Source: an optimization exercise on an open RTL-to-GDS flow (aim: small area, a short achievable clock period and few clock cycles). Production flows keep margins and buffers that such runs may drop.
The RTL was checked by simulation tests, not by an equivalence proof against the original design.

<file path="config.mk">
export PLATFORM = sky130hd
export DESIGN_NAME = aes256_core
export DESIGN_NICKNAME = aes256_core
export VERILOG_FILES = /design/flow/design.v
export SDC_FILE = /design/flow/constraint.sdc
export NUM_CORES = 8
export LEC_CHECK = 0
export CAP_MARGIN = 20
export CORE_MARGIN = 2
export CORE_UTILIZATION = 50
export PLACE_DENSITY = 0.6
export SETUP_SLACK_MARGIN = 4.8
export SLEW_MARGIN = 20
</file>
<file path="constraint.sdc">
create_clock -name core_clock -period 8.0 [get_ports {clk}]
set_input_delay 1.6000 -clock core_clock [delete_from_list [all_inputs] [get_ports {clk}]]
set_output_delay 1.6000 -clock core_clock [all_outputs]
set_load 0.01 [all_outputs]
</file>
<file path="design.v">
module aes_sbox_f (
    input  wire [7:0] a,
    output wire [4:0] m
);
  wire U0 = a[7], U1 = a[6], U2 = a[5], U3 = a[4],
       U4 = a[3], U5 = a[2], U6 = a[1], U7 = a[0];
  wire T1 = U0 ^ U3;
  wire T2 = U0 ^ U5;
  wire T3 = U0 ^ U6;
  wire T4 = U3 ^ U5;
  wire T5 = U4 ^ U6;
  wire T6 = T1 ^ T5;
  wire T7 = U1 ^ U2;
  wire T8 = U7 ^ T6;
  wire T9 = U7 ^ T7;
  wire T10 = T6 ^ T7;
  wire T11 = U1 ^ U5;
  wire T12 = U2 ^ U5;
  wire T13 = T3 ^ T4;
  wire T14 = T6 ^ T11;
  wire T15 = T5 ^ T11;
  wire T16 = T5 ^ T12;
  wire T17 = T9 ^ T16;
  wire T18 = U3 ^ U7;
  wire T19 = T7 ^ T18;
  wire T20 = T1 ^ T19;
  wire T21 = U6 ^ U7;
  wire T22 = T7 ^ T21;
  wire T23 = T2 ^ T22;
  wire T24 = T2 ^ T10;
  assign m[0] = T20 ^ T17;
  wire T26 = T3 ^ T16;
  wire T27 = T1 ^ T12;
  wire M1 = T13 & T6;
  wire M2 = T23 & T8;
  wire M3 = T14 ^ M1;
  wire M4 = T19 & U7;
  wire M5 = M4 ^ M1;
  wire M6 = T3 & T16;
  wire M7 = T22 & T9;
  wire M8 = T26 ^ M6;
  wire M9 = T20 & T17;
  wire M10 = M9 ^ M6;
  wire M11 = T1 & T15;
  wire M12 = T4 & T27;
  wire M13 = M12 ^ M11;
  wire M14 = T2 & T10;
  wire M15 = M14 ^ M11;
  wire M16 = M3 ^ M2;
  wire M17 = M5 ^ T24;
  wire M18 = M8 ^ M7;
  assign m[4] = M10 ^ M15;
  assign m[3] = M16 ^ M13;
  assign m[2] = M17 ^ M15;
  assign m[1] = M18 ^ M13;
endmodule
module aes_sbox_b (
    input  wire [7:0] a,
    input  wire [4:0] m,
    output wire [7:0] s
);
  wire M19 = m[4], M20 = m[3], M21 = m[2], M22 = m[1], T25 = m[0];
  wire U0 = a[7], U1 = a[6], U2 = a[5], U3 = a[4],
       U4 = a[3], U5 = a[2], U6 = a[1], U7 = a[0];
  wire T1 = U0 ^ U3;
  wire T2 = U0 ^ U5;
  wire T3 = U0 ^ U6;
  wire T4 = U3 ^ U5;
  wire T5 = U4 ^ U6;
  wire T6 = T1 ^ T5;
  wire T7 = U1 ^ U2;
  wire T8 = U7 ^ T6;
  wire T9 = U7 ^ T7;
  wire T10 = T6 ^ T7;
  wire T11 = U1 ^ U5;
  wire T12 = U2 ^ U5;
  wire T13 = T3 ^ T4;
  wire T15 = T5 ^ T11;
  wire T16 = T5 ^ T12;
  wire T17 = T9 ^ T16;
  wire T18 = U3 ^ U7;
  wire T19 = T7 ^ T18;
  wire T20 = T1 ^ T19;
  wire T21 = U6 ^ U7;
  wire T22 = T7 ^ T21;
  wire T23 = T2 ^ T22;
  wire T27 = T1 ^ T12;
  wire M23 = M19 ^ T25;
  wire M24 = M22 ^ M23;
  wire M25 = M22 & M20;
  wire M26 = M21 ^ M25;
  wire M27 = M20 ^ M21;
  wire M28 = M23 ^ M25;
  wire M29 = M28 & M27;
  wire M30 = M26 & M24;
  wire M31 = M20 & M23;
  wire M32 = M27 & M31;
  wire M33 = M27 ^ M25;
  wire M34 = M21 & M22;
  wire M35 = M24 & M34;
  wire M36 = M24 ^ M25;
  wire M37 = M21 ^ M29;
  wire M38 = M32 ^ M33;
  wire M39 = M23 ^ M30;
  wire M40 = M35 ^ M36;
  wire M41 = M38 ^ M40;
  wire M42 = M37 ^ M39;
  wire M43 = M37 ^ M38;
  wire M44 = M39 ^ M40;
  wire M45 = M42 ^ M41;
  wire M46 = M44 & T6;
  wire M47 = M40 & T8;
  wire M48 = M39 & U7;
  wire M49 = M43 & T16;
  wire M50 = M38 & T9;
  wire M51 = M37 & T17;
  wire M52 = M42 & T15;
  wire M53 = M45 & T27;
  wire M54 = M41 & T10;
  wire M55 = M44 & T13;
  wire M56 = M40 & T23;
  wire M57 = M39 & T19;
  wire M58 = M43 & T3;
  wire M59 = M38 & T22;
  wire M60 = M37 & T20;
  wire M61 = M42 & T1;
  wire M62 = M45 & T4;
  wire M63 = M41 & T2;
  wire L0 = M61 ^ M62;
  wire L1 = M50 ^ M56;
  wire L2 = M46 ^ M48;
  wire L3 = M47 ^ M55;
  wire L4 = M54 ^ M58;
  wire L5 = M49 ^ M61;
  wire L6 = M62 ^ L5;
  wire L7 = M46 ^ L3;
  wire L8 = M51 ^ M59;
  wire L9 = M52 ^ M53;
  wire L10 = M53 ^ L4;
  wire L11 = M60 ^ L2;
  wire L12 = M48 ^ M51;
  wire L13 = M50 ^ L0;
  wire L14 = M52 ^ M61;
  wire L15 = M55 ^ L1;
  wire L16 = M56 ^ L0;
  wire L17 = M57 ^ L1;
  wire L18 = M58 ^ L8;
  wire L19 = M63 ^ L4;
  wire L20 = L0 ^ L1;
  wire L21 = L1 ^ L7;
  wire L22 = L3 ^ L12;
  wire L23 = L18 ^ L2;
  wire L24 = L15 ^ L9;
  wire L25 = L6 ^ L10;
  wire L26 = L7 ^ L9;
  wire L27 = L8 ^ L10;
  wire L28 = L11 ^ L14;
  wire L29 = L11 ^ L17;
  assign s[7] = L6 ^ L24;
  assign s[6] = ~(L16 ^ L26);
  assign s[5] = ~(L19 ^ L28);
  assign s[4] = L6 ^ L21;
  assign s[3] = L20 ^ L22;
  assign s[2] = L25 ^ L29;
  assign s[1] = ~(L13 ^ L27);
  assign s[0] = ~(L6 ^ L23);
endmodule
module aes_ksbox_f (
    input  wire [7:0] a,
    output wire [3:0] m
);
  wire U0 = a[7], U1 = a[6], U2 = a[5], U3 = a[4],
       U4 = a[3], U5 = a[2], U6 = a[1], U7 = a[0];
  wire T1 = U0 ^ U3;
  wire T2 = U0 ^ U5;
  wire T3 = U0 ^ U6;
  wire T4 = U3 ^ U5;
  wire T5 = U4 ^ U6;
  wire T6 = T1 ^ T5;
  wire T7 = U1 ^ U2;
  wire T8 = U7 ^ T6;
  wire T9 = U7 ^ T7;
  wire T10 = T6 ^ T7;
  wire T11 = U1 ^ U5;
  wire T12 = U2 ^ U5;
  wire T13 = T3 ^ T4;
  wire T14 = T6 ^ T11;
  wire T15 = T5 ^ T11;
  wire T16 = T5 ^ T12;
  wire T17 = T9 ^ T16;
  wire T18 = U3 ^ U7;
  wire T19 = T7 ^ T18;
  wire T20 = T1 ^ T19;
  wire T21 = U6 ^ U7;
  wire T22 = T7 ^ T21;
  wire T23 = T2 ^ T22;
  wire T24 = T2 ^ T10;
  wire T25 = T20 ^ T17;
  wire T26 = T3 ^ T16;
  wire T27 = T1 ^ T12;
  wire M1 = T13 & T6;
  wire M2 = T23 & T8;
  wire M3 = T14 ^ M1;
  wire M4 = T19 & U7;
  wire M5 = M4 ^ M1;
  wire M6 = T3 & T16;
  wire M7 = T22 & T9;
  wire M8 = T26 ^ M6;
  wire M9 = T20 & T17;
  wire M10 = M9 ^ M6;
  wire M11 = T1 & T15;
  wire M12 = T4 & T27;
  wire M13 = M12 ^ M11;
  wire M14 = T2 & T10;
  wire M15 = M14 ^ M11;
  wire M16 = M3 ^ M2;
  wire M17 = M5 ^ T24;
  wire M18 = M8 ^ M7;
  wire M19 = M10 ^ M15;
  wire M20 = M16 ^ M13;
  wire M21 = M17 ^ M15;
  wire M22 = M18 ^ M13;
  wire M23 = M19 ^ T25;
  wire M24 = M22 ^ M23;
  wire M25 = M22 & M20;
  wire M26 = M21 ^ M25;
  wire M27 = M20 ^ M21;
  wire M28 = M23 ^ M25;
  wire M29 = M28 & M27;
  wire M30 = M26 & M24;
  wire M31 = M20 & M23;
  wire M32 = M27 & M31;
  wire M33 = M27 ^ M25;
  wire M34 = M21 & M22;
  wire M35 = M24 & M34;
  wire M36 = M24 ^ M25;
  assign m[3] = M21 ^ M29;
  assign m[2] = M32 ^ M33;
  assign m[1] = M23 ^ M30;
  assign m[0] = M35 ^ M36;
endmodule
module aes_ksbox_b (
    input  wire [7:0] a,
    input  wire [3:0] m,
    output wire [7:0] s
);
  wire M37 = m[3], M38 = m[2], M39 = m[1], M40 = m[0];
  wire U0 = a[7], U1 = a[6], U2 = a[5], U3 = a[4],
       U4 = a[3], U5 = a[2], U6 = a[1], U7 = a[0];
  wire T1 = U0 ^ U3;
  wire T2 = U0 ^ U5;
  wire T3 = U0 ^ U6;
  wire T4 = U3 ^ U5;
  wire T5 = U4 ^ U6;
  wire T6 = T1 ^ T5;
  wire T7 = U1 ^ U2;
  wire T8 = U7 ^ T6;
  wire T9 = U7 ^ T7;
  wire T10 = T6 ^ T7;
  wire T11 = U1 ^ U5;
  wire T12 = U2 ^ U5;
  wire T13 = T3 ^ T4;
  wire T15 = T5 ^ T11;
  wire T16 = T5 ^ T12;
  wire T17 = T9 ^ T16;
  wire T18 = U3 ^ U7;
  wire T19 = T7 ^ T18;
  wire T20 = T1 ^ T19;
  wire T21 = U6 ^ U7;
  wire T22 = T7 ^ T21;
  wire T23 = T2 ^ T22;
  wire T27 = T1 ^ T12;
  wire M41 = M38 ^ M40;
  wire M42 = M37 ^ M39;
  wire M43 = M37 ^ M38;
  wire M44 = M39 ^ M40;
  wire M45 = M42 ^ M41;
  wire M46 = M44 & T6;
  wire M47 = M40 & T8;
  wire M48 = M39 & U7;
  wire M49 = M43 & T16;
  wire M50 = M38 & T9;
  wire M51 = M37 & T17;
  wire M52 = M42 & T15;
  wire M53 = M45 & T27;
  wire M54 = M41 & T10;
  wire M55 = M44 & T13;
  wire M56 = M40 & T23;
  wire M57 = M39 & T19;
  wire M58 = M43 & T3;
  wire M59 = M38 & T22;
  wire M60 = M37 & T20;
  wire M61 = M42 & T1;
  wire M62 = M45 & T4;
  wire M63 = M41 & T2;
  wire L0 = M61 ^ M62;
  wire L1 = M50 ^ M56;
  wire L2 = M46 ^ M48;
  wire L3 = M47 ^ M55;
  wire L4 = M54 ^ M58;
  wire L5 = M49 ^ M61;
  wire L6 = M62 ^ L5;
  wire L7 = M46 ^ L3;
  wire L8 = M51 ^ M59;
  wire L9 = M52 ^ M53;
  wire L10 = M53 ^ L4;
  wire L11 = M60 ^ L2;
  wire L12 = M48 ^ M51;
  wire L13 = M50 ^ L0;
  wire L14 = M52 ^ M61;
  wire L15 = M55 ^ L1;
  wire L16 = M56 ^ L0;
  wire L17 = M57 ^ L1;
  wire L18 = M58 ^ L8;
  wire L19 = M63 ^ L4;
  wire L20 = L0 ^ L1;
  wire L21 = L1 ^ L7;
  wire L22 = L3 ^ L12;
  wire L23 = L18 ^ L2;
  wire L24 = L15 ^ L9;
  wire L25 = L6 ^ L10;
  wire L26 = L7 ^ L9;
  wire L27 = L8 ^ L10;
  wire L28 = L11 ^ L14;
  wire L29 = L11 ^ L17;
  assign s[7] = L6 ^ L24;
  assign s[6] = ~(L16 ^ L26);
  assign s[5] = ~(L19 ^ L28);
  assign s[4] = L6 ^ L21;
  assign s[3] = L20 ^ L22;
  assign s[2] = L25 ^ L29;
  assign s[1] = ~(L13 ^ L27);
  assign s[0] = ~(L6 ^ L23);
endmodule
module aes256_core (
    input  wire         clk,
    input  wire         rst_n,      
    input  wire         start,      
    input  wire [255:0] key,
    input  wire [127:0] block_in,
    output wire         ready,
    output wire         done,       
    output wire [127:0] block_out
);
  reg [127:0] sa;
  reg [255:0] ka;
  reg [3:0]   ra;         
  reg         va;         
  reg         fa;         
  reg [127:0] sb_in;
  reg [79:0]  sb_mid;      
  reg [255:0] kb;         
  reg [15:0]  kb_mid;
  reg [3:0]   rb;
  reg         vb;
  reg [127:0] out_q;
  reg         done_q;
  reg         ready_q;
  assign ready     = ready_q;
  assign done      = done_q;
  assign block_out = out_q;
  genvar i;
  function [7:0] xtime(input [7:0] b);
    xtime = {b[6:0], 1'b0} ^ (b[7] ? 8'h1b : 8'h00);
  endfunction
  function [31:0] mix_column(input [31:0] col);
    reg [7:0] a0, a1, a2, a3;
    begin
      a0 = col[31:24]; a1 = col[23:16]; a2 = col[15:8]; a3 = col[7:0];
      mix_column[31:24] = xtime(a0) ^ (xtime(a1) ^ a1) ^ a2 ^ a3;
      mix_column[23:16] = a0 ^ xtime(a1) ^ (xtime(a2) ^ a2) ^ a3;
      mix_column[15:8]  = a0 ^ a1 ^ xtime(a2) ^ (xtime(a3) ^ a3);
      mix_column[7:0]   = (xtime(a0) ^ a0) ^ a1 ^ a2 ^ xtime(a3);
    end
  endfunction
  wire [127:0] mc = {mix_column(sa[127:96]), mix_column(sa[95:64]),
                     mix_column(sa[63:32]),  mix_column(sa[31:0])};
  wire [127:0] x  = (fa ? sa : mc) ^ ka[255:128];    
  wire [79:0]  xm;
  generate
    for (i = 0; i < 16; i = i + 1) begin : g_f
      aes_sbox_f u_f (.a(x[127-8*i -: 8]), .m(xm[79-5*i -: 5]));
    end
  endgenerate
  wire [31:0] kw  = ka[31:0];
  wire [31:0] kwr = ra[0] ? {kw[23:0], kw[31:24]} : kw;
  wire [15:0] kwm;
  generate
    for (i = 0; i < 4; i = i + 1) begin : g_kf
      aes_ksbox_f u_f (.a(kwr[31-8*i -: 8]), .m(kwm[15-4*i -: 4]));
    end
  endgenerate
  wire [127:0] sbo;
  generate
    for (i = 0; i < 16; i = i + 1) begin : g_b
      aes_sbox_b u_b (.a(sb_in[127-8*i -: 8]), .m(sb_mid[79-5*i -: 5]),
                      .s(sbo[127-8*i -: 8]));
    end
  endgenerate
  wire [127:0] sr;
  generate
    for (i = 0; i < 16; i = i + 1) begin : g_sr
      localparam integer R = i % 4;
      localparam integer C = i / 4;
      localparam integer SRC = 4 * ((C + R) % 4) + R;
      assign sr[127-8*i -: 8] = sbo[127-8*SRC -: 8];
    end
  endgenerate
  wire [31:0] kb_w = kb[31:0];
  wire [31:0] w3   = rb[0] ? {kb[7:0], kb[31:8]} : kb[31:0];    
  wire [31:0] ksub;
  generate
    for (i = 0; i < 4; i = i + 1) begin : g_kb
      aes_ksbox_b u_b (.a(kb_w[31-8*i -: 8]), .m(kb_mid[15-4*i -: 4]),
                      .s(ksub[31-8*i -: 8]));
    end
  endgenerate
  reg [7:0] rcon;
  always @(*) begin
    case (rb)
      4'd1:    rcon = 8'h01;
      4'd3:    rcon = 8'h02;
      4'd5:    rcon = 8'h04;
      4'd7:    rcon = 8'h08;
      4'd9:    rcon = 8'h10;
      4'd11:   rcon = 8'h20;
      4'd13:   rcon = 8'h40;
      default: rcon = 8'h00;
    endcase
  end
  wire [31:0] p0 = kb[255:224] ^ {rcon, 24'h0};
  wire [31:0] p1 = p0 ^ kb[223:192];
  wire [31:0] p2 = p1 ^ kb[191:160];
  wire [31:0] p3 = p2 ^ kb[159:128];
  wire [127:0] knew = {p0 ^ ksub, p1 ^ ksub, p2 ^ ksub, p3 ^ ksub};
  always @(posedge clk) begin
    sb_in  <= x;
    sb_mid <= xm;
    kb     <= {ka[255:32], kwr};
    kb_mid <= kwm;
    rb     <= ra;
    out_q  <= sr ^ kb[127:0];                  
    if (ready_q) begin
      sa <= block_in;
      ka <= key;
      ra <= 4'd1;
      fa <= 1'b1;
    end else begin
      sa <= sr;
      ka <= {kb[127:32], w3, knew};
      ra <= rb + 4'd1;
      fa <= 1'b0;
    end
    if (!rst_n) begin
      va      <= 1'b0;
      vb      <= 1'b0;
      done_q  <= 1'b0;
      ready_q <= 1'b1;
    end else begin
      vb      <= va;
      va      <= ready_q ? start : vb;
      done_q  <= vb && rb == 4'd14;
      ready_q <= !va || ra == 4'd14;
    end
  end
endmodule
</file>
<file path="flow/run.sh">
#!/bin/bash
# The standard layout with three changes:
#  - synthesis maps the combinational logic with ABC's &nf mapper alone
#    (flow/abc_area.script, run as ORFS's "area" script) instead of ORFS's
#    speed script, whose SOP balancing enlarges the XOR-heavy AES logic;
#    the registers and their names are those of the standard synthesis;
#  - the buffers that placement puts on every input and output port are
#    sky130_fd_sc_hd__buf_2 instead of the cell buffer_ports picks by itself
#    (a delay cell on this platform);
#  - the incremental repair after global routing is skipped (timing was
#    already repaired after clock tree synthesis).
set -euo pipefail
W=$PWD
rm -rf "$W/scripts_abc"
cp -r "$FLOW_HOME/scripts" "$W/scripts_abc"
cp "$W/flow/abc_area.script" "$W/scripts_abc/abc_area.script"
bash standard.sh SCRIPTS_DIR="$W/scripts_abc" ABC_AREA=1 synth > synth.log 2>&1
bash standard.sh 'BUFFER_PORTS_ARGS=-buffer_cell sky130_fd_sc_hd__buf_2' SKIP_INCREMENTAL_REPAIR=1 finish > layout.log 2>&1
</file>
<file path="flow/abc_area.script">
&get -n
&st
&nf
&put
</file>
<file path="standard.sh">
#!/bin/bash
# synth_recipe.tcl (not shown) runs the flow's synth.tcl, then flattens the netlist and writes it again
# the make line also repeats each setting of config.mk as NAME=value (left out here)
make -C /OpenROAD-flow-scripts/flow DESIGN_CONFIG=/design/flow/config.mk WORK_HOME=/design/flow/orfs CLKGATE_MAP_FILE= SYNTH_SCRIPT=/design/flow/synth_recipe.tcl "${@:-finish}"
</file>
==> run_results.csv, run 1 <==
group,metric,value,unit
outcome,outcome,"no timing/DRC/antenna violations",
final_layout,layout-drive-gt1-share,0.234,
critical_path,r2r_end,"kb_mid[3]",
placement,portBuffers,516,
global_route,antenna_found_initial,11,
synth,synth_warnings,1,
synth,ys_types,24,
critical_path,end_kind,"register",
timing,timing.hold.ws,0.319,ns
hold_path,hp-start,"ka[53]",
clock_tree,cts_tree,"built",
clock_tree,max-clock-path-buffers,3,
final_layout,fin_util,0.619,
critical_path,cp-start-kind,"register",
critical_path,reg2regPathDepth,10,
floorplan,core,124000,um2
timing,setup_tns,0,ns
detailed_routing,drc,0,
floorplan,start_util,0.505,
timing,fmax,297,MHz
timing,layout_setup_ws,4.63,ns
synth,syn-cell-area,62500,um2
synth,ys_seq_area_frac,0.322,
detailed_routing,antenna_left,0,
detailed_routing,drtIter0Drc,2530,
critical_path,crit_type,"reg2reg",
floorplan,die_x,358,um
final_layout,area_growth,22.7,%
global_route,grt_start_max_net_pins,210,
hold_path,hold_path_end,"kb[53]",
timing,slew_violations,0,
global_route,overflow,0,
timing,clock_skew,0.0245,ns
final_layout,num-fill-cells,10300,
timing,relSlewSlack,0.326,
timing,finalCriticalPeriod,3.37,ns
timing,tightest_slew,1.01,ns
final_layout,layout_commonest_cell,"xnor2_1",
synth,syn-num-nets,6079,
timing,finalSetupViolations,0,
detailed_routing,wl_per_cell,23.5,um
clock_tree,cts-htree-levels,3,
detailed_routing,routed-via-count,41400,
clock_tree,cts_hold_buf,0,
clock_tree,root_buffer,"clkbuf_16",
clock_tree,cts_resized,611,
floorplan,io_pins,517,
hold_path,hold_path.class,"reg2reg",
critical_path,worstPathArrival,4.02,ns
global_route,first_global_vias,42300,
synth,ys_ff_latch,1005,
critical_path,reg2reg_from,"ra[0]",
floorplan,die_area,128000,um2
hold_path,min_path_cells,0,
placement,pre_cts_ws,3.97,ns
timing,fin_crit_sh,0.421,
floorplan,die-height,358,um
clock_tree,cts_setup_buffers,227,
critical_path,cp.required,8.65,ns
timing,hold_violations,0,
detailed_routing,drt_first_pass_iters,6,
synth,syn_avg_cell_area,11.1,um2
flow_run,cap_violations,0,
detailed_routing,drt-total-wl,194,mm
clock_tree,numCtsBuffers,110,
critical_path,cp_max_fo,9,
global_route,grt_usage,0.301,
clock_tree,clock-sinks,1005,
global_route,grt_pass1_wl,280,mm
synth,syn_inst,5649,
final_layout,layout_common_cells,"1,314 x xnor2_1, 880 x dfxtp_1, 747 x xor2_1, 558 x nand2_1, 516 x buf_2",
placement,gp_congestion,0.913,
clock_tree,insertion_delay,0.73,ns
critical_path,r2r_setup_slack,4.63,ns
placement,hpwlAfterDp,152,mm
detailed_routing,post_drt_via_cell_ratio,5.01,
floorplan,fp-row-count,129,
clock_tree,path_clk_slew,0.07,ns
final_layout,nNetsFinal,6946,
## synthesized netlist by cell type
| cell type | instances | share of area |
|---|---|---|
| nor2_1 | 245 | 0.015 |
| and3_1 | 2 | 0.00020 |
| a21oi_1 | 16 | 0.0013 |
| nand2b_1 | 29 | 0.0029 |
| clkinv_1 | 139 | 0.0083 |
| o21ai_0 | 297 | 0.024 |
| xnor2_1 | 1474 | 0.21 |
| nor2b_1 | 20 | 0.0020 |
| nand3b_1 | 1 | 0.00012 |
| nor3_1 | 4 | 0.00032 |
| nand4b_1 | 1 | 0.00014 |
| ha_1 | 43 | 0.0086 |
| mux2i_1 | 190 | 0.030 |
| and2_0 | 31 | 0.0031 |
| nand2_1 | 559 | 0.034 |
| xnor3_1 | 456 | 0.16 |
| or2_0 | 3 | 0.00030 |
| dfxtp_1 | 1005 | 0.32 |
| mux2_1 | 114 | 0.021 |
| xor2_1 | 893 | 0.13 |
| nand3_1 | 25 | 0.0020 |
| xor3_1 | 70 | 0.027 |
| nor3b_1 | 31 | 0.0037 |
| and3b_1 | 1 | 0.00014 |
## layer usage
metal | track usage | part of all wire
met1 | 0.411 | 0.45
met2 | 0.506 | 0.48
met3 | 0.0438 | 0.051
met4 | 0.0701 | 0.024
met5 | 0 | 0.000057
## metrics by stage
stage / instance area, um2 / std cells
finish: 76700 / 8250
global route: 76700 / 8250
CTS: 76700 / 8248
detailed placement: 68100 / 7813
global placement: 68100 / 7813
floorplan: 63400 / 5649
## critical path, stage by stage (launching register included)
cell      delay, ns
dfxtp_4        0.41
buf_12         0.19
mux2i_2        0.58
xnor2_1        0.25
or2_0          0.25
nand3_1        0.19
xor2_1         0.33
xnor3_1        0.34
nand2b_1       0.27
xnor2_1        0.25
mux2i_1        0.21
## registers in the layout, indices dropped and copies added, names as in the netlist
signal   count
sa         128
kb_mid      16
fa           1
ka         256
ra           4
rb           4
va           1
sb_in      128
kb         256
out_q      128
sb_mid      80
ready_q      1
done_q       1
vb           1
## cell families after synthesis
group / synth area share
simple gates: 0.0632
xor+xnor: 0.522
fa+ha+maj: 0.00860
compound gates: 0.0250
buf+inv: 0.00834
flops: 0.322
mux: 0.0509
## how the worst max path moves through the flow
stage	from	slack, ns	end	depth (start not counted)
2_1_floorplan	ready_q	3.07	ready	0
3_3_place_gp	kb[28]	3.95	ka[124]	9
3_5_place_dp	kb[28]	3.97	ka[122]	9
4_1_cts	sa[73]	4.64	sb_mid[53]	9
5_1_grt	ra[0]	4.45	kb_mid[3]	10
6_report	ra[0]	4.63	kb_mid[3]	10
## cell type report
type / instances / area (um2) / area share
clock inverters: 53 / 667 / 0.00869
repair inverters: 1 / 30.0 / 0.000391
diodes: 2 / 5.00 / 0.0000652
well taps: 1637 / 2050 / 0.0267
multi-input cells: 4505 / 45300 / 0.590
clock buffers: 154 / 3170 / 0.0413
repair buffers: 754 / 4550 / 0.0593
flip-flops and latches: 1005 / 20400 / 0.266
inverters: 139 / 548 / 0.00714
Testbench counts, summed over its fixed seeds: cycles 17,936.
==> run 2: changes to the inputs <==
==> flow/run.sh (replaced) <==
#!/bin/bash
# The standard layout with three changes:
#  - synthesis maps the combinational logic with ABC's &nf mapper alone
#    (flow/abc_area.script, run as ORFS's "area" script) instead of ORFS's
#    speed script, whose SOP balancing enlarges the XOR-heavy AES logic;
#    the registers and their names are those of the standard synthesis;
#  - the buffers that placement puts on every input and output port are
#    sky130_fd_sc_hd__buf_1 instead of the cell buffer_ports picks by itself
#    (a delay cell on this platform);
#  - the incremental repair after global routing is skipped (timing was
#    already repaired after clock tree synthesis).
set -euo pipefail
W=$PWD
rm -rf "$W/scripts_abc"
cp -r "$FLOW_HOME/scripts" "$W/scripts_abc"
cp "$W/flow/abc_area.script" "$W/scripts_abc/abc_area.script"
bash standard.sh SCRIPTS_DIR="$W/scripts_abc" ABC_AREA=1 synth > synth.log 2>&1
bash standard.sh 'BUFFER_PORTS_ARGS=-buffer_cell sky130_fd_sc_hd__buf_1' SKIP_INCREMENTAL_REPAIR=1 finish > layout.log 2>&1
==> run 2 against run 1 <==
Effect of this change:
- still clean on timing, DRC and antenna
- register-to-register slack is essentially flat
- via count down 0.59%
- global-route usage about the same
- critical endpoint is now sa[50]
- worst hold slack worse by 0.0016 ns
- wire length about the same
- fmax hardly changed
- die area is the same
- count of clock-buffer cells in the layout shrank 14
==> run_results.csv, run 2 <==
group,metric,value,unit
clock_tree,cts_tree,"built",
clock_tree,numCtsBuffers,108,
detailed_routing,routed-via-count,41100,
synth,synth_warnings,1,
outcome,outcome,"no timing/DRC/antenna violations",
timing,tightest_slew,1.03,ns
timing,finalCriticalPeriod,3.37,ns
clock_tree,clock-sinks,1005,
final_layout,area_growth,22.0,%
floorplan,fp-row-count,129,
detailed_routing,post_drt_via_cell_ratio,4.98,
floorplan,die_area,128000,um2
critical_path,end_kind,"register",
placement,hpwlAfterDp,151,mm
synth,ys_types,24,
timing,finalSetupViolations,0,
global_route,antenna_found_initial,5,
critical_path,path_delay_family,"XOR/XNOR gates",
floorplan,die-height,358,um
timing,slew_violations,0,
clock_tree,cts_setup_buffers,244,
timing,fin_crit_sh,0.421,
detailed_routing,wl_per_cell,23.4,um
critical_path,crit_slowest_cell,"xnor3_1",
detailed_routing,antenna_left,0,
synth,synth.most_common_cell,"xnor2_1",
clock_tree,cts_hold_buf,0,
clock_tree,root_buffer,"clkbuf_16",
floorplan,start_util,0.505,
synth,yosys_most_used_dff,"dfxtp_1",
placement,portBuffers,516,
floorplan,die_x,358,um
synth,synth_edf_count,0,
synth,syn-num-nets,6079,
critical_path,cp-start-kind,"register",
critical_path,path_buf_inv,0,
clock_tree,cts_resized,655,
final_layout,layout_common_cells,"1,311 x xnor2_1, 876 x dfxtp_1, 747 x xor2_1, 558 x nand2_1, 515 x buf_1",
critical_path,cp_cell_sequence,"xnor2_2 -> xnor3_1 -> xnor2_2 -> xor2_1 -> xnor2_1 -> and2_0 -> xnor2_2 -> xnor3_1 -> o21ai_2",
clock_tree,cts-htree-levels,3,
synth,syn-cell-area,62500,um2
timing,hold_violations,0,
timing,setup_tns,0,ns
synth,synth_top_area_share,0.322,
synth,syn_avg_cell_area,11.1,um2
timing,clock_skew,0.0207,ns
hold_path,hold_path.class,"reg2reg",
critical_path,cp.required,8.61,ns
synth,syn_inst,5649,
final_layout,reg_top3,"ka: 256 flops, kb: 256 flops",
floorplan,io_pins,517,
detailed_routing,drc,0,
clock_tree,insertion_delay,0.74,ns
critical_path,cp_max_fo,5,
global_route,first_global_vias,42200,
detailed_routing,drtIter0Drc,2788,
floorplan,core,124000,um2
final_layout,nNetsFinal,6968,
global_route,grt_usage,0.301,
clock_tree,path_clk_slew,0.06,ns
clock_tree,max-clock-path-buffers,3,
detailed_routing,drt-total-wl,194,mm
synth,yosys.area.top_type,"dfxtp_1",
synth,ys_ff_latch,1005,
placement,gp_congestion,0.933,
critical_path,worst_path_most_repeated_cell,"xnor2_2",
timing,relSlewSlack,0.310,
synth,ys_seq_area_frac,0.322,
timing,fmax,297,MHz
placement,dpl_cell_area,67500,um2
critical_path,slowest_delay,0.59,ns
global_route,grt_start_max_net_pins,175,
critical_path,worstPathArrival,3.97,ns
final_layout,final_area,76300,um2
final_layout,layout_commonest_cell,"xnor2_1",
global_route,overflow,0,
critical_path,crit_type,"reg2reg",
synth,async_flop_share,0,
detailed_routing,drt_first_pass_iters,5,
final_layout,layout-drive-gt1-share,0.160,
synth,synth_common_cells,"1,474 x xnor2_1, 1,005 x dfxtp_1, 893 x xor2_1, 559 x nand2_1, 456 x xnor3_1",
synth,synthTopCellsByArea,"dfxtp_1 32%, xnor2_1 21%, xnor3_1 16%",
flow_run,cap_violations,0,
global_route,grt_pass1_wl,279,mm
==> run 2: cell types whose count changed in the layout (fill, tap and decap cells not counted), moves of 10 or more <==
cell,previous run,this run
buf_1,0,515
buf_2,516,2
buf_4,219,236
clkbuf_8,21,11
o21ai_0,264,252
==> run 2: cell type report <==
| cell class | count | area [um2] |
|---|---|---|
| multi-input combinational | 4505 | 45500 |
| inverter | 139 | 548 |
| clock buffer | 140 | 3040 |
| clock inverter | 58 | 663 |
| timing repair inverter | 2 | 46.3 |
| fill | 10400 | 47600 |
| antenna | 2 | 5.00 |
| tap | 1637 | 2050 |
| timing repair buffer | 777 | 4090 |
| sequential | 1005 | 20400 |
==> run 2: routing by layer <==
metal | track usage | vias to the layer above | routed length, um
li1 | - | 20000 | -
met4 | 0.113 | 0 | 7870
met1 | 0.409 | 19900 | 86200
met2 | 0.490 | 1016 | 89800
met5 | 0 | - | 0
met3 | 0.0424 | 248 | 9800
==> run 2: stage by stage <==
step / setup WS (ns) / instances / util / hold slack (ns)
3_3_place_gp: 3.77 / 7818 / 0.545 / 0.310
3_5_place_dp: 3.82 / 7819 / 0.545 / 0.312
5_1_grt: 4.46 / 8264 / 0.616 / 0.325
4_1_cts: 4.64 / 8263 / 0.616 / 0.317
2_1_floorplan: 3.07 / 5649 / - / 0.310
6_report: 4.63 / 8265 / 0.616 / 0.317
==> run 2: final timing paths <==
path / startpoint / endpoint / slack, ns / cells past startpoint
hold reg to reg: ka[118] / kb[118] / 0.32 / 0
setup reg to reg: sb_mid[10] / sa[50] / 4.63 / 9
hold / removal: ka[118] / kb[118] / 0.32 / 0
setup / recovery: sb_mid[10] / sa[50] / 4.63 / 9
==> run 2: kinds of logic (layout without fill, tap and decap cells) <==
family | count (synthesis) | count (layout) | share of synthesized area
flip-flops | 1005 | 1005 | 0.322
multiplexers | 304 | 304 | 0.0509
AND/OR/NAND/NOR | 952 | 952 | 0.0632
buffers and inverters | 139 | 1116 | 0.00834
adder cells (fa/ha/maj) | 43 | 43 | 0.00860
AO/OA/AOI/OAI | 313 | 313 | 0.0250
other | 0 | 2 | 0
XOR/XNOR | 2893 | 2893 | 0.522
==> run 2: worst register-to-register path, delay by kind of cell, from the launching register on <==
family / cells / cell delay, ns
flops: 1 / 0.32
simple gates: 1 / 0.32
xor+xnor: 7 / 2.27
compound gates: 1 / 0.34
==> run 3: changes to the inputs <==
--- a/flow/run.sh
+++ b/flow/run.sh
@@ -1,6 +1,6 @@
 #!/bin/bash
 # The standard layout with three changes:
-#  - synthesis maps the combinational logic with ABC's &nf mapper alone
+#  - synthesis maps the combinational logic with ABC's &dch + &nf mapping
 #    (flow/abc_area.script, run as ORFS's "area" script) instead of ORFS's
 #    speed script, whose SOP balancing enlarges the XOR-heavy AES logic;
 #    the registers and their names are those of the standard synthesis;
==> flow/abc_area.script (replaced) <==
&get -n
&st
&dch
&nf
&put
==> run 3 against run 2 <==
Effect of this change:
- still clean
- via count up 0.73%
- core utilization down 1.0 points
- register-to-register slack worse by 0.08 ns
- first-iteration DRC count up 2.9%
- clock skew up 0.0024 ns
- worst hold slack better by 0.0032 ns
- area after synthesis down 4.5%
- fmax down 2.2%
- largest cell class unchanged
- highest routed layer unchanged
==> run_results.csv, run 3 <==
group,metric,value,unit
outcome,outcome,"no timing/DRC/antenna violations",
synth,ys_seq_area_frac,0.337,
synth,synthTopCellsByArea,"dfxtp_1 34%, xnor2_1 22%, xnor3_1 12%",
timing,slew_violations,0,
synth,synth_top_area_share,0.337,
timing,setup_tns,0,ns
clock_tree,root_buffer,"clkbuf_16",
global_route,overflow,0,
critical_path,crit_type,"reg2reg",
floorplan,start_util,0.505,
final_layout,num-fill-cells,10200,
critical_path,cp-start-kind,"register",
clock_tree,insertion_delay,0.72,ns
global_route,antenna_found_initial,11,
detailed_routing,wl_per_cell,23.7,um
final_layout,reg_top3,"ka: 256 flops, kb: 256 flops",
floorplan,die_x,350,um
timing,fin_crit_sh,0.431,
synth,ys_types,63,
global_route,met3_usage,0.0336,
global_route,grt_pass1_wl,274,mm
clock_tree,cts_resized,430,
detailed_routing,drt_first_pass_iters,5,
placement,gp_congestion,0.942,
placement,place_inst,7739,
clock_tree,cts-htree-levels,3,
timing,layout_setup_ws,4.56,ns
synth,syn-cell-area,59700,um2
synth,yosys_most_used_dff,"dfxtp_1",
clock_tree,cts_tree,"built",
critical_path,worstPathArrival,4.02,ns
timing,relSlewSlack,0.394,
critical_path,cp_max_fo,11,
final_layout,layout_commonest_cell,"xnor2_1",
critical_path,end_kind,"register",
timing,tightest_slew,0.908,ns
clock_tree,clock-sinks,1005,
global_route,gr-usage-met1,0.424,
final_layout,final_area,71600,um2
floorplan,core,118000,um2
floorplan,die-height,350,um
floorplan,die_area,122000,um2
detailed_routing,drtIter0Drc,2870,
global_route,grt_usage,0.307,
synth,async_flop_share,0,
global_route,first_global_vias,41600,
critical_path,cp.required,8.58,ns
clock_tree,path_clk_slew,0.07,ns
flow_run,cap_violations,0,
synth,syn_inst,5678,
clock_tree,cts_setup_buffers,74,
detailed_routing,drc,0,
synth,syn-num-nets,6108,
floorplan,fp-row-count,126,
hold_path,hold_path.class,"reg2reg",
timing,hold_violations,0,
final_layout,finalNonFillerCells,8017,
final_layout,layout-drive-gt1-share,0.120,
timing,finalCriticalPeriod,3.44,ns
floorplan,io_pins,517,
clock_tree,numCtsBuffers,109,
detailed_routing,drt-total-wl,190,mm
timing,finalSetupViolations,0,
synth,synth_warnings,1,
detailed_routing,post_drt_via_cell_ratio,5.17,
placement,pre_cts_ws,3.67,ns
global_route,gr-usage-met2,0.507,
detailed_routing,routed-via-count,41400,
placement,portBuffers,516,
global_route,grt_start_max_net_pins,207,
clock_tree,max-clock-path-buffers,3,
timing,clock_skew,0.0231,ns
synth,yosys.area.top_type,"dfxtp_1",
synth,synth_common_cells,"1,470 x xnor2_1, 1,005 x dfxtp_1, 707 x xor2_1, 508 x nand2_1, 331 x xnor3_1",
synth,synth_edf_count,0,
final_layout,area_growth,19.9,%
synth,ys_ff_latch,1005,
final_layout,layout_common_cells,"1,263 x xnor2_1, 936 x dfxtp_1, 591 x xor2_1, 515 x buf_1, 508 x nand2_1",
synth,syn_avg_cell_area,10.5,um2
placement,hpwlAfterDp,153,mm
timing,fmax,290,MHz
clock_tree,cts_hold_buf,0,
global_route,grt_busiest_layer,"met2",
final_layout,nNetsFinal,6820,
placement,dpl_cell_area,64800,um2
synth,synth.most_common_cell,"xnor2_1",
critical_path,r2r_setup_slack,4.56,ns
detailed_routing,antenna_left,0,
run 3: changes by cell type after synthesis, sizes merged, moves of 33 or more:
cell    change
a211oi     +33
nor2b      +48
nor2       +53
nand2      -51
a21oi      +54
xor3       -46
xnor3     -125
xor2      -186
run 3: path summary, 6_finish.rpt:
check,from,endpoint,depth (start not counted)
max reg2reg,sa[71],sb_mid[48],10
min reg2reg,ka[52],kb[52],0
max,sa[71],sb_mid[48],10
min,ka[52],kb[52],0
run 3: layout make-up:
class / count / area (um2) / area share
Sequential cell: 1005 / 20300 / 0.283
Tap cell: 1536 / 1920 / 0.0268
Clock inverter: 43 / 644 / 0.00900
Timing Repair Buffer: 601 / 2750 / 0.0384
Antenna cell: 5 / 12.5 / 0.000175
Inverter: 127 / 478 / 0.00667
Clock buffer: 154 / 3160 / 0.0441
Multi-Input combinational cell: 4546 / 42400 / 0.592
run 3: layer usage:
layer,up-vias,part of all wire
li1,20100,-
met2,1050,0.47
met4,0,0.032
met3,224,0.046
met1,20100,0.46
met5,-,0
run 3: cell families after synthesis:
group | count (synthesis) | synth area share
adders and majority gates | 43 | 0.00901
xor gates and xnor gates | 2532 | 0.454
and+or+nand+nor | 1086 | 0.0795
DFF | 1005 | 0.337
muxes | 312 | 0.0550
AOI/OAI and AO/OA | 573 | 0.0577
buffers and inverters | 127 | 0.00798
run 3: critical path, stage by stage (launching register included):
cell and delay, ns:
dfxtp_2 0.52, xnor3_1 0.49, xor2_2 0.39, mux2i_1 0.26
xor2_2 0.19, buf_4 0.17, xnor2_1 0.34, xor2_1 0.23
nand2b_1 0.14, xor2_1 0.15, xnor3_1 0.40
run 3: through the flow:
step                      utilization  hold slack, ns
after global routing            0.606           0.325
after detailed placement        0.548           0.312
final                           0.606           0.320
after CTS                       0.606           0.317
after floorplan                     -           0.310
after global placement          0.548           0.310
==> run 4: changes to the inputs <==
--- a/flow/run.sh
+++ b/flow/run.sh
@@ -1,6 +1,6 @@
 #!/bin/bash
 # The standard layout with three changes:
-#  - synthesis maps the combinational logic with ABC's &dch + &nf mapping
+#  - synthesis maps the combinational logic with ABC's &dch + &nf mapping with extra area recovery
 #    (flow/abc_area.script, run as ORFS's "area" script) instead of ORFS's
 #    speed script, whose SOP balancing enlarges the XOR-heavy AES logic;
 #    the registers and their names are those of the standard synthesis;
==> flow/abc_area.script (replaced) <==
&get -n
&st
&dch
&nf -R 1000
&put
==> run 4 against run 3 <==
Effect of this change:
- area after synthesis down 7.6%
- count of clock-buffer cells in the layout down 11
- synthesized cell count up 1.5%
- fmax up 2.4%
- critical path type unchanged
- worst hold slack about the same
- still clean
- highest routed layer unchanged
- setup slack better by 0.082 ns
- flip-flop and latch count unchanged
==> run_results.csv, run 4 <==
group,metric,value,unit
floorplan,die-height,336,um
critical_path,cp-start-kind,"register",
critical_path,end_kind,"register",
critical_path,r2r_end,"sa[47]",
final_layout,area_growth,22.6,%
placement,hpwlAfterDp,139,mm
timing,fin_crit_sh,0.420,
final_layout,layout_common_cells,"1,677 x xnor2_1, 940 x dfxtp_1, 718 x xor2_1, 593 x nand2_1, 516 x buf_1",
placement,portBuffers,516,
clock_tree,cts_setup_buffers,104,
synth,synth_top_family_by_area,"XOR/XNOR gates",
detailed_routing,drt-total-wl,173,mm
final_layout,layout_commonest_cell,"xnor2_1",
synth,syn-num-nets,6192,
floorplan,die_x,336,um
final_layout,reg_top3,"ka: 256 flops, kb: 256 flops",
critical_path,crit_slowest_cell,"xnor2_1",
timing,tightest_slew,0.935,ns
timing,clock_skew,0.0255,ns
global_route,grt_usage,0.301,
synth,synthTopCellsByArea,"dfxtp_1 36%, xnor2_1 30%, xor2_1 13%",
global_route,grt_pass1_wl,251,mm
hold_path,min_path_cells,0,
flow_run,cap_violations,0,
global_route,antenna_found_initial,6,
timing,finalCriticalPeriod,3.36,ns
clock_tree,cts-htree-levels,3,
critical_path,slowest_delay,0.49,ns
critical_path,cp_cell_sequence,"xor2_1 -> xnor2_1 -> xnor2_1 -> xnor2_1 -> and2_0 -> xnor2_1 -> xnor2_1 -> xnor2_1 -> xnor2_2 -> buf_4 -> o21ai_0",
synth,synth.most_common_cell,"xnor2_1",
timing,slew_violations,0,
critical_path,crit_type,"reg2reg",
hold_path,hold_path.class,"reg2reg",
clock_tree,insertion_delay,0.71,ns
detailed_routing,post_drt_via_cell_ratio,4.93,
detailed_routing,drc,0,
clock_tree,clock-sinks,1005,
synth,synth_top_area_share,0.365,
timing,relSlewSlack,0.377,
synth,synth_warnings,1,
detailed_routing,drtIter0Drc,2379,
critical_path,reg2reg_from,"sb_in[109]",
synth,ys_types,34,
floorplan,start_util,0.505,
floorplan,fp-row-count,121,
synth,async_flop_share,0,
clock_tree,numCtsBuffers,106,
critical_path,reg2regPathDepth,11,
final_layout,layout-drive-gt1-share,0.120,
placement,gp_congestion,0.956,
clock_tree,path_clk_slew,0.06,ns
detailed_routing,routed-via-count,39800,
clock_tree,cts_hold_buf,0,
outcome,outcome,"no timing/DRC/antenna violations",
timing,finalSetupViolations,0,
floorplan,core,109000,um2
synth,synth-simple-area-share,0.0735,
synth,synth_compound_area_frac,0.0526,
timing,fmax,297,MHz
global_route,first_global_vias,39900,
clock_tree,cts_tree,"built",
synth,yosys_most_used_dff,"dfxtp_1",
synth,synth_edf_count,0,
floorplan,io_pins,517,
global_route,grt_start_max_net_pins,175,
synth,syn-cell-area,55200,um2
final_layout,nNetsFinal,6935,
critical_path,cp_max_fo,5,
detailed_routing,wl_per_cell,21.4,um
clock_tree,root_buffer,"clkbuf_16",
hold_path,hold_path_end,"kb[40]",
synth,ys_seq_area_frac,0.365,
synth,synth.area.mux_share,0.0508,
critical_path,r2r_setup_slack,4.64,ns
detailed_routing,antenna_left,0,
critical_path,worst_path_most_repeated_cell,"xnor2_1",
detailed_routing,drt_first_pass_iters,6,
floorplan,die_area,113000,um2
synth,synth_xor_area_frac,0.438,
clock_tree,max-clock-path-buffers,3,
critical_path,cp.required,8.56,ns
synth,syn_avg_cell_area,9.57,um2
critical_path,worstPathArrival,3.93,ns
synth,syn_inst,5762,
synth,synthAdderAreaFrac,0.00975,
synth,synth_common_cells,"1,912 x xnor2_1, 1,005 x dfxtp_1, 843 x xor2_1, 597 x nand2_1, 363 x o21ai_0",
clock_tree,cts_resized,564,
timing,timing.hold.ws,0.320,ns
global_route,overflow,0,
synth,ys_ff_latch,1005,
timing,hold_violations,0,
synth,yosys.area.top_type,"dfxtp_1",
timing,setup_tns,0,ns
hold_path,hp-start,"ka[40]",
## run 4: worst max-delay path, delay by kind of cell, from the launching register on
family / cells / cell delay, ns
AO/OA/AOI/OAI: 1 / 0.07
XOR/XNOR: 8 / 2.37
AND/OR/NAND/NOR: 1 / 0.22
flip-flops: 1 / 0.33
buffers and inverters: 1 / 0.22
## run 4: how the worst max path moves through the flow
stage	start	end	slack (ns)
after floorplan	ready_q	ready	3.09
after global placement	kb[6]	ka[6]	3.46
after detailed placement	kb[1]	ka[6]	3.52
after CTS	sb_in[109]	sa[47]	4.68
after global routing	sb_in[109]	sa[47]	4.39
final	sb_in[109]	sa[47]	4.64
## run 4: cell type report
| cell class | count | area, um2 |
|---|---|---|
| diodes | 6 | 15.0 |
| clock buffers | 143 | 3110 |
| clock inverters | 55 | 694 |
| fillers | 9469 | 41500 |
| inverters | 150 | 589 |
| multi-input cells | 4607 | 38200 |
| flip-flops and latches | 1005 | 20300 |
| well taps | 1476 | 1850 |
| repair buffers | 635 | 2940 |
## run 4: cells by family after synthesis
kind of cell / count (synthesis)
AOI/OAI and AO/OA: 541
xor gates and xnor gates: 2757
adders and majority gates: 43
buffers and inverters: 150
DFF: 1005
muxes: 264
and+or+nand+nor: 1002
## run 4: per-layer routing
metal | GRT usage | share of wire
met5 | 0 | 0
met4 | 0.0993 | 0.035
met3 | 0.0324 | 0.048
met2 | 0.502 | 0.47
met1 | 0.407 | 0.45
## run 4: through the flow
| step | util | worst slack, ns | area [um2] | cells |
|---|---|---|---|---|
| floorplan | - | 3.09 | 55500 | 5762 |
| global placement | 0.544 | 3.46 | 59400 | 7769 |
| detailed placement | 0.544 | 3.52 | 59400 | 7769 |
| CTS | 0.619 | 4.68 | 67600 | 8071 |
| global route | 0.619 | 4.39 | 67600 | 8072 |
| finish | 0.619 | 4.64 | 67600 | 8077 |
==> run 5: changes to the inputs <==
--- a/design.v
+++ b/design.v
@@ -28,7 +28,8 @@
   wire T22 = T7 ^ T21;
   wire T23 = T2 ^ T22;
   wire T24 = T2 ^ T10;
-  assign m[0] = T20 ^ T17;
+  wire T25 = T20 ^ T17;
+  assign m[0] = T25;
   wire T26 = T3 ^ T16;
   wire T27 = T1 ^ T12;
   wire M1 = T13 & T6;
@@ -49,10 +50,14 @@
   wire M16 = M3 ^ M2;
   wire M17 = M5 ^ T24;
   wire M18 = M8 ^ M7;
-  assign m[4] = M10 ^ M15;
-  assign m[3] = M16 ^ M13;
-  assign m[2] = M17 ^ M15;
-  assign m[1] = M18 ^ M13;
+  wire M19 = M10 ^ M15;
+  assign m[4] = M19;
+  wire M20 = M16 ^ M13;
+  assign m[3] = M20;
+  wire M21 = M17 ^ M15;
+  assign m[2] = M21;
+  wire M22 = M18 ^ M13;
+  assign m[1] = M22;
 endmodule
 module aes_sbox_b (
     input  wire [7:0] a,
@@ -167,7 +172,7 @@
 endmodule
 module aes_ksbox_f (
     input  wire [7:0] a,
-    output wire [3:0] m
+    output wire [6:0] m
 );
   wire U0 = a[7], U1 = a[6], U2 = a[5], U3 = a[4],
        U4 = a[3], U5 = a[2], U6 = a[1], U7 = a[0];
@@ -177,6 +182,7 @@
   wire T4 = U3 ^ U5;
   wire T5 = U4 ^ U6;
   wire T6 = T1 ^ T5;
+  assign m[2] = T6;
   wire T7 = U1 ^ U2;
   wire T8 = U7 ^ T6;
   wire T9 = U7 ^ T7;
@@ -188,11 +194,13 @@
   wire T15 = T5 ^ T11;
   wire T16 = T5 ^ T12;
   wire T17 = T9 ^ T16;
+  assign m[1] = T17;
   wire T18 = U3 ^ U7;
   wire T19 = T7 ^ T18;
   wire T20 = T1 ^ T19;
   wire T21 = U6 ^ U7;
   wire T22 = T7 ^ T21;
+  assign m[0] = T22;
   wire T23 = T2 ^ T22;
   wire T24 = T2 ^ T10;
   wire T25 = T20 ^ T17;
@@ -234,17 +242,21 @@
   wire M34 = M21 & M22;
   wire M35 = M24 & M34;
   wire M36 = M24 ^ M25;
-  assign m[3] = M21 ^ M29;
-  assign m[2] = M32 ^ M33;
-  assign m[1] = M23 ^ M30;
-  assign m[0] = M35 ^ M36;
+  wire M37 = M21 ^ M29;
+  assign m[6] = M37;
+  wire M38 = M32 ^ M33;
+  assign m[5] = M38;
+  wire M39 = M23 ^ M30;
+  assign m[4] = M39;
+  wire M40 = M35 ^ M36;
+  assign m[3] = M40;
 endmodule
 module aes_ksbox_b (
     input  wire [7:0] a,
-    input  wire [3:0] m,
+    input  wire [6:0] m,
     output wire [7:0] s
 );
-  wire M37 = m[3], M38 = m[2], M39 = m[1], M40 = m[0];
+  wire M37 = m[6], M38 = m[5], M39 = m[4], M40 = m[3], T6 = m[2], T17 = m[1], T22 = m[0];
   wire U0 = a[7], U1 = a[6], U2 = a[5], U3 = a[4],
        U4 = a[3], U5 = a[2], U6 = a[1], U7 = a[0];
   wire T1 = U0 ^ U3;
@@ -252,7 +264,6 @@
   wire T3 = U0 ^ U6;
   wire T4 = U3 ^ U5;
   wire T5 = U4 ^ U6;
-  wire T6 = T1 ^ T5;
   wire T7 = U1 ^ U2;
   wire T8 = U7 ^ T6;
   wire T9 = U7 ^ T7;
@@ -262,12 +273,9 @@
   wire T13 = T3 ^ T4;
   wire T15 = T5 ^ T11;
   wire T16 = T5 ^ T12;
-  wire T17 = T9 ^ T16;
   wire T18 = U3 ^ U7;
   wire T19 = T7 ^ T18;
   wire T20 = T1 ^ T19;
-  wire T21 = U6 ^ U7;
-  wire T22 = T7 ^ T21;
   wire T23 = T2 ^ T22;
   wire T27 = T1 ^ T12;
   wire M41 = M38 ^ M40;
@@ -350,7 +358,7 @@
   reg [127:0] sb_in;
   reg [79:0]  sb_mid;      
   reg [255:0] kb;         
-  reg [15:0]  kb_mid;
+  reg [27:0]  kb_mid;
   reg [3:0]   rb;
   reg         vb;
   reg [127:0] out_q;
@@ -384,10 +392,10 @@
   endgenerate
   wire [31:0] kw  = ka[31:0];
   wire [31:0] kwr = ra[0] ? {kw[23:0], kw[31:24]} : kw;
-  wire [15:0] kwm;
+  wire [27:0] kwm;
   generate
     for (i = 0; i < 4; i = i + 1) begin : g_kf
-      aes_ksbox_f u_f (.a(kwr[31-8*i -: 8]), .m(kwm[15-4*i -: 4]));
+      aes_ksbox_f u_f (.a(kwr[31-8*i -: 8]), .m(kwm[27-7*i -: 7]));
     end
   endgenerate
   wire [127:0] sbo;
@@ -411,7 +419,7 @@
   wire [31:0] ksub;
   generate
     for (i = 0; i < 4; i = i + 1) begin : g_kb
-      aes_ksbox_b u_b (.a(kb_w[31-8*i -: 8]), .m(kb_mid[15-4*i -: 4]),
+      aes_ksbox_b u_b (.a(kb_w[31-8*i -: 8]), .m(kb_mid[27-7*i -: 7]),
                       .s(ksub[31-8*i -: 8]));
     end
   endgenerate
==> run 5 against run 4 <==
Effect of this change:
- still clean
- clock skew down 0.0016 ns
- largest cell class unchanged
- global-route usage up 0.25 points
- register-to-register slack better by 0.08 ns
- wire length up 0.72%
==> run_results.csv, run 5 <==
group,metric,value,unit
synth,ys_seq_area_frac,0.368,
critical_path,end_kind,"register",
timing,timing.hold.ws,0.317,ns
clock_tree,numCtsBuffers,110,
synth,syn_inst,5753,
final_layout,layout_common_cells,"1,714 x xnor2_1, 957 x dfxtp_1, 727 x xor2_1, 618 x nand2_1, 516 x buf_1",
clock_tree,cts_tree,"built",
synth,syn-cell-area,55300,um2
timing,layout_setup_ws,4.72,ns
detailed_routing,drtIter0Drc,2639,
final_layout,layout-drive-gt1-share,0.109,
clock_tree,root_buffer,"clkbuf_16",
synth,synth_edf_count,0,
synth,synth_warnings,1,
synth,yosys.area.top_type,"dfxtp_1",
placement,hpwlAfterDp,140,mm
clock_tree,cts-htree-levels,3,
detailed_routing,routed-via-count,39900,
global_route,overflow,0,
floorplan,core,109000,um2
synth,yosys_most_used_dff,"dfxtp_1",
outcome,outcome,"no timing/DRC/antenna violations",
critical_path,path_buf_inv,2,
synth,syn_avg_cell_area,9.61,um2
detailed_routing,post_drt_via_cell_ratio,4.95,
flow_run,cap_violations,0,
critical_path,slowest_delay,0.42,ns
critical_path,path_delay_family,"XOR/XNOR gates",
clock_tree,max-clock-path-buffers,3,
critical_path,crit_slowest_cell,"dfxtp_4",
synth,syn-num-nets,6183,
floorplan,die_x,337,um
detailed_routing,antenna_left,0,
detailed_routing,drc,0,
critical_path,worst_path_most_repeated_cell,"xnor2_1",
clock_tree,cts_setup_buffers,81,
synth,ys_ff_latch,1017,
clock_tree,cts_resized,466,
final_layout,nNetsFinal,6910,
global_route,grt_usage,0.304,
floorplan,fp-row-count,121,
placement,gp_congestion,0.968,
floorplan,die_area,113000,um2
global_route,first_global_vias,40300,
critical_path,cp_cell_sequence,"buf_12 -> mux2_1 -> xor2_2 -> xor2_2 -> nand2_1 -> xnor2_1 -> xnor2_1 -> xor2_1 -> clkinv_1 -> nor2_1 -> xnor2_1 -> o21ai_0",
timing,finalCriticalPeriod,3.28,ns
floorplan,start_util,0.506,
global_route,grt_start_max_net_pins,174,
critical_path,crit_type,"reg2reg",
timing,clock_skew,0.0240,ns
final_layout,area_growth,21.3,%
final_layout,finalNonFillerCells,8047,
final_layout,regArea,20500,um2
timing,finalSetupViolations,0,
final_layout,multi_input_area,37500,um2
synth,synthTopCellsByArea,"dfxtp_1 37%, xnor2_1 30%, xor2_1 13%",
clock_tree,cts_hold_buf,0,
global_route,grt_pass1_wl,254,mm
floorplan,die-height,337,um
synth,synth.most_common_cell,"xnor2_1",
timing,tightest_slew,1.01,ns
placement,place_inst,7762,
synth,synth_top_area_share,0.368,
floorplan,io_pins,517,
final_layout,layout_commonest_cell,"xnor2_1",
detailed_routing,drt-total-wl,174,mm
critical_path,cp.required,8.56,ns
critical_path,worstPathArrival,3.84,ns
clock_tree,path_clk_slew,0.06,ns
hold_path,hold_path.class,"reg2reg",
timing,slew_violations,0,
final_layout,reg_top3,"ka: 256 flops, kb: 256 flops",
timing,fin_crit_sh,0.410,
placement,portBuffers,516,
timing,setup_tns,0,ns
detailed_routing,wl_per_cell,21.7,um
critical_path,cp_max_fo,17,
synth,synth_common_cells,"1,909 x xnor2_1, 1,017 x dfxtp_1, 838 x xor2_1, 620 x nand2_1, 357 x o21ai_0",
synth,ys_types,32,
detailed_routing,drt_first_pass_iters,5,
synth,async_flop_share,0,
clock_tree,insertion_delay,0.70,ns
timing,hold_violations,0,
placement,pre_cts_ws,3.53,ns
final_layout,num-fill-cells,9626,
critical_path,cp-start-kind,"register",
timing,fmax,305,MHz
clock_tree,clock-sinks,1017,
timing,relSlewSlack,0.320,
global_route,antenna_found_initial,5,
## run 5: cell count changes after synthesis, sizes merged, moves of 5 or more
| cell | change |
|---|---|
| and2 | -12 |
| nor2 | -34 |
| xor2 | -5 |
| a21oi | +5 |
| nand2b | +7 |
| nand2 | +23 |
| nor2b | +7 |
| dfxtp | +12 |
| o21ai | -6 |
## run 5: worst paths after layout
kind | start | endpoint | slack [ns] | depth (start not counted)
setup / recovery | ra[0] | kb_mid[27] | 4.72 | 12
hold / removal | ka[99] | kb[99] | 0.32 | 0
setup reg to reg | ra[0] | kb_mid[27] | 4.72 | 12
hold reg to reg | ka[99] | kb[99] | 0.32 | 0
## run 5: area by class of cell
class / count / area share
inverter: 148 / 0.00869
clock inverter: 44 / 0.00890
timing repair inverter: 1 / 0.000243
sequential: 1017 / 0.305
multi-input combinational: 4588 / 0.560
antenna: 3 / 0.000112
clock buffer: 156 / 0.0473
tap: 1476 / 0.0275
timing repair buffer: 614 / 0.0421
## run 5: cell families after synthesis
family	Yosys count	synth area share
XOR/XNOR	2751	0.437
flip-flops	1017	0.368
AND/OR/NAND/NOR	994	0.0728
AO/OA/AOI/OAI	535	0.0516
multiplexers	265	0.0509
buffers and inverters	148	0.0100
adder cells (fa/ha/maj)	43	0.00973
## run 5: worst reg2reg max path, stage by stage (launching register included)
cell and delay [ns]:
dfxtp_4 0.42, buf_12 0.21, mux2_1 0.44, xor2_2 0.36, xor2_2 0.28, nand2_1 0.14
xnor2_1 0.19, xnor2_1 0.16, xor2_1 0.35, clkinv_1 0.14, nor2_1 0.19, xnor2_1 0.16
o21ai_0 0.11
## run 5: metrics by stage
stage | utilization | area [um2]
final | 0.614 | 67100
after global routing | 0.614 | 67100
after CTS | 0.614 | 67100
after detailed placement | 0.547 | 59700
after global placement | 0.546 | 59700
after floorplan | - | 55800
## run 5: layer usage
| metal | track usage | wire, um | share of wire | up-vias |
|---|---|---|---|---|
| met3 | 0.0354 | 8820 | 0.051 | 248 |
| met5 | 0 | 0 | 0 | - |
| met1 | 0.400 | 76700 | 0.44 | 19000 |
| met4 | 0.113 | 6530 | 0.037 | 0 |
| li1 | - | - | - | 19600 |
| met2 | 0.512 | 82300 | 0.47 | 1014 |
Testbench counts of run 5, summed over its fixed seeds: cycles 17,936.
==> run 6: changes to the inputs <==
--- a/config.mk
+++ b/config.mk
@@ -7,7 +7,8 @@
 export LEC_CHECK = 0
 export CAP_MARGIN = 20
 export CORE_MARGIN = 2
-export CORE_UTILIZATION = 50
-export PLACE_DENSITY = 0.6
+export CORE_UTILIZATION = 60
+export CTS_BUF_LIST = sky130_fd_sc_hd__clkbuf_8
+export PLACE_DENSITY = 0.7
 export SETUP_SLACK_MARGIN = 4.8
 export SLEW_MARGIN = 20
==> run 6 against run 5 <==
Effect of this change:
- still clean on timing, DRC and antenna
- via count grew 1.8%
- count of clock-buffer cells in the layout up 69
- cell count fell by 2.4%
- non-clock buffer count decreased by 6
- core utilization increased by 11 points
- flip-flop and latch count unchanged
==> run_results.csv, run 6 <==
group,metric,value,unit
outcome,outcome,"no timing/DRC/antenna violations",
critical_path,crit_type,"reg2reg",
synth,yosys.area.top_type,"dfxtp_1",
clock_tree,insertion_delay,0.87,ns
critical_path,cp_cell_sequence,"buf_12 -> mux2i_2 -> xor2_1 -> xor2_1 -> xnor2_1 -> ha_1 -> xnor2_1 -> xnor2_1 -> xnor2_1 -> a21boi_0 -> xor2_1",
synth,ys_types,32,
placement,gp_congestion,0.964,
timing,layout_setup_ws,4.43,ns
final_layout,nNetsFinal,6961,
timing,finalCriticalPeriod,3.57,ns
critical_path,worstPathArrival,4.37,ns
clock_tree,cts-htree-levels,4,
critical_path,path_delay_family,"XOR/XNOR gates",
clock_tree,numCtsBuffers,167,
final_layout,reg_top3,"ka: 256 flops, kb: 256 flops",
floorplan,core,91500,um2
critical_path,cp.required,8.80,ns
global_route,grt_usage,0.349,
floorplan,die_x,308,um
synth,syn_avg_cell_area,9.61,um2
final_layout,regArea,20500,um2
critical_path,slowest_delay,0.55,ns
detailed_routing,drtIter0Drc,2852,
global_route,grt_start_max_net_pins,235,
synth,syn_inst,5753,
critical_path,worst_path_most_repeated_cell,"xnor2_1",
floorplan,start_util,0.604,
clock_tree,cts_hold_buf,0,
placement,pre_cts_ws,3.54,ns
critical_path,end_kind,"register",
synth,ys_seq_area_frac,0.368,
final_layout,area_growth,19.9,%
synth,synth_warnings,1,
global_route,antenna_found_initial,5,
detailed_routing,post_drt_via_cell_ratio,5.17,
clock_tree,cts_resized,432,
final_layout,fin_util,0.724,
timing,fmax,280,MHz
placement,portBuffers,516,
clock_tree,root_buffer,"clkbuf_8",
detailed_routing,met1_length,71.8,mm
global_route,grt_pass1_wl,244,mm
detailed_routing,routed-via-count,40600,
detailed_routing,antenna_left,0,
flow_run,cap_violations,0,
timing,clock_skew,0.0300,ns
final_layout,layout-drive-gt1-share,0.115,
detailed_routing,wl_per_cell,21.3,um
timing,hold_violations,0,
timing,slew_violations,0,
timing,relSlewSlack,0.304,
synth,async_flop_share,0,
floorplan,fp-row-count,111,
timing,finalSetupViolations,0,
detailed_routing,drt_first_pass_iters,6,
detailed_routing,met2_length,77.1,mm
detailed_routing,wl_met3,9.74,mm
synth,syn-cell-area,55300,um2
synth,synth_common_cells,"1,909 x xnor2_1, 1,017 x dfxtp_1, 838 x xor2_1, 620 x nand2_1, 357 x o21ai_0",
synth,ys_ff_latch,1017,
floorplan,die_area,94600,um2
global_route,first_global_vias,40400,
clock_tree,max-clock-path-buffers,3,
global_route,overflow,0,
placement,hpwlAfterDp,132,mm
timing,fin_crit_sh,0.446,
detailed_routing,drt-total-wl,167,mm
clock_tree,clock-sinks,1017,
critical_path,cp-start-kind,"register",
final_layout,layout_commonest_cell,"xnor2_1",
timing,tightest_slew,1.04,ns
synth,synth_top_area_share,0.368,
final_layout,multi_input_area,37300,um2
detailed_routing,drc,0,
critical_path,path_buf_inv,1,
synth,synth_edf_count,0,
synth,yosys_most_used_dff,"dfxtp_1",
critical_path,cp_max_fo,14,
floorplan,die-height,308,um
clock_tree,path_clk_slew,0.06,ns
clock_tree,cts_setup_buffers,81,
timing,setup_tns,0,ns
synth,syn-num-nets,6183,
detailed_routing,highest_layer,"met4",
clock_tree,cts_tree,"built",
final_layout,num-fill-cells,7145,
critical_path,crit_slowest_cell,"mux2i_2",
floorplan,io_pins,517,
synth,synth.most_common_cell,"xnor2_1",
final_layout,layout_common_cells,"1,718 x xnor2_1, 956 x dfxtp_1, 731 x xor2_1, 620 x nand2_1, 515 x buf_1",
hold_path,hold_path.class,"reg2reg",
synth,synthTopCellsByArea,"dfxtp_1 37%, xnor2_1 30%, xor2_1 13%",
[run 6: cell count changes in the layout (fill, tap and decap cells not counted), moves of 5 or more]
| cell | before | now |
|---|---|---|
| mux2i_1 | 96 | 113 |
| mux2i_2 | 24 | 15 |
| inv_1 | 0 | 34 |
| clkbuf_16 | 113 | 0 |
| bufinv_16 | 13 | 8 |
| clkbuf_1 | 25 | 0 |
| buf_4 | 84 | 79 |
| clkbuf_8 | 18 | 225 |
| mux2i_4 | 17 | 9 |
[run 6: cells by family after synthesis]
group                    Yosys count  share of synthesized area
AND/OR/NAND/NOR                  994                     0.0728
XOR/XNOR                        2751                      0.437
buffers and inverters            148                     0.0100
multiplexers                     265                     0.0509
adder cells (fa/ha/maj)           43                    0.00973
flip-flops                      1017                      0.368
AO/OA/AOI/OAI                    535                     0.0516
[run 6: per-stage QoR]
step	instances	instance area (um2)	hold slack (ns)
after floorplan	5753	55800	0.310
after global placement	7466	59300	0.310
after detailed placement	7466	59300	0.312
after CTS	7845	66300	0.323
after global routing	7847	66300	0.319
final	7851	66300	0.320
[run 6: path summary, 6_finish.rpt]
| path | from | to | slack [ns] | cells past startpoint |
|---|---|---|---|---|
| max | ra[0] | kb_mid[12] | 4.43 | 11 |
| min | ka[47] | kb[47] | 0.32 | 0 |
| max reg2reg | ra[0] | kb_mid[12] | 4.43 | 11 |
| min reg2reg | ka[47] | kb[47] | 0.32 | 0 |
[run 6: area by class of cell]
class                           count  share of cell area
Sequential cell                  1017               0.309
Timing Repair Buffer              608              0.0418
Antenna cell                        6            0.000226
Multi-Input combinational cell   4588               0.563
Tap cell                         1186              0.0224
Clock buffer                      225              0.0467
Clock inverter                     72             0.00830
Timing Repair inverter              1            0.000245
Inverter                          148             0.00878
[run 6: routing by layer]
layer | track usage | up-vias
li1 | - | 19800
met4 | 0.174 | 0
met5 | 0 | -
met1 | 0.456 | 19100
met2 | 0.566 | 1353
met3 | 0.0491 | 324

[re-timing with driven ports]
The results above use ideal ports. As a check the final layouts listed here were re-extracted and re-timed, cells and wires unchanged.
Step 1, drivers: a clkbuf_16 drives clk and a buf_2 each remaining input, both assumed.
Step 2 also shifts input and output timing later by t, the mid clock arrival at the registers, as if the neighbouring blocks saw the same clock.
Three values: ideal ports, drivers, drivers and shift; two values: the first two.
| run | t (ns) | setup WS [ns] | clock arrival spread, ns |
|---|---|---|---|
| run 1 | 0.802 | 4.633 / 4.633 / 4.633 | 0.025 / 0.026 |
| run 2 | 0.802 | 4.631 / 4.631 / 4.631 | 0.022 / 0.022 |
| run 3 | 0.782 | 4.555 / 4.555 / 4.555 | 0.027 / 0.027 |
| run 4 | 0.776 | 4.637 / 4.637 / 4.637 | 0.026 / 0.027 |
| run 5 | 0.764 | 4.719 / 4.719 / 4.719 | 0.025 / 0.025 |
| run 6 | 0.917 | 4.429 / 4.429 / 4.429 | 0.033 / 0.033 |
After both steps every run listed still meets setup and hold.
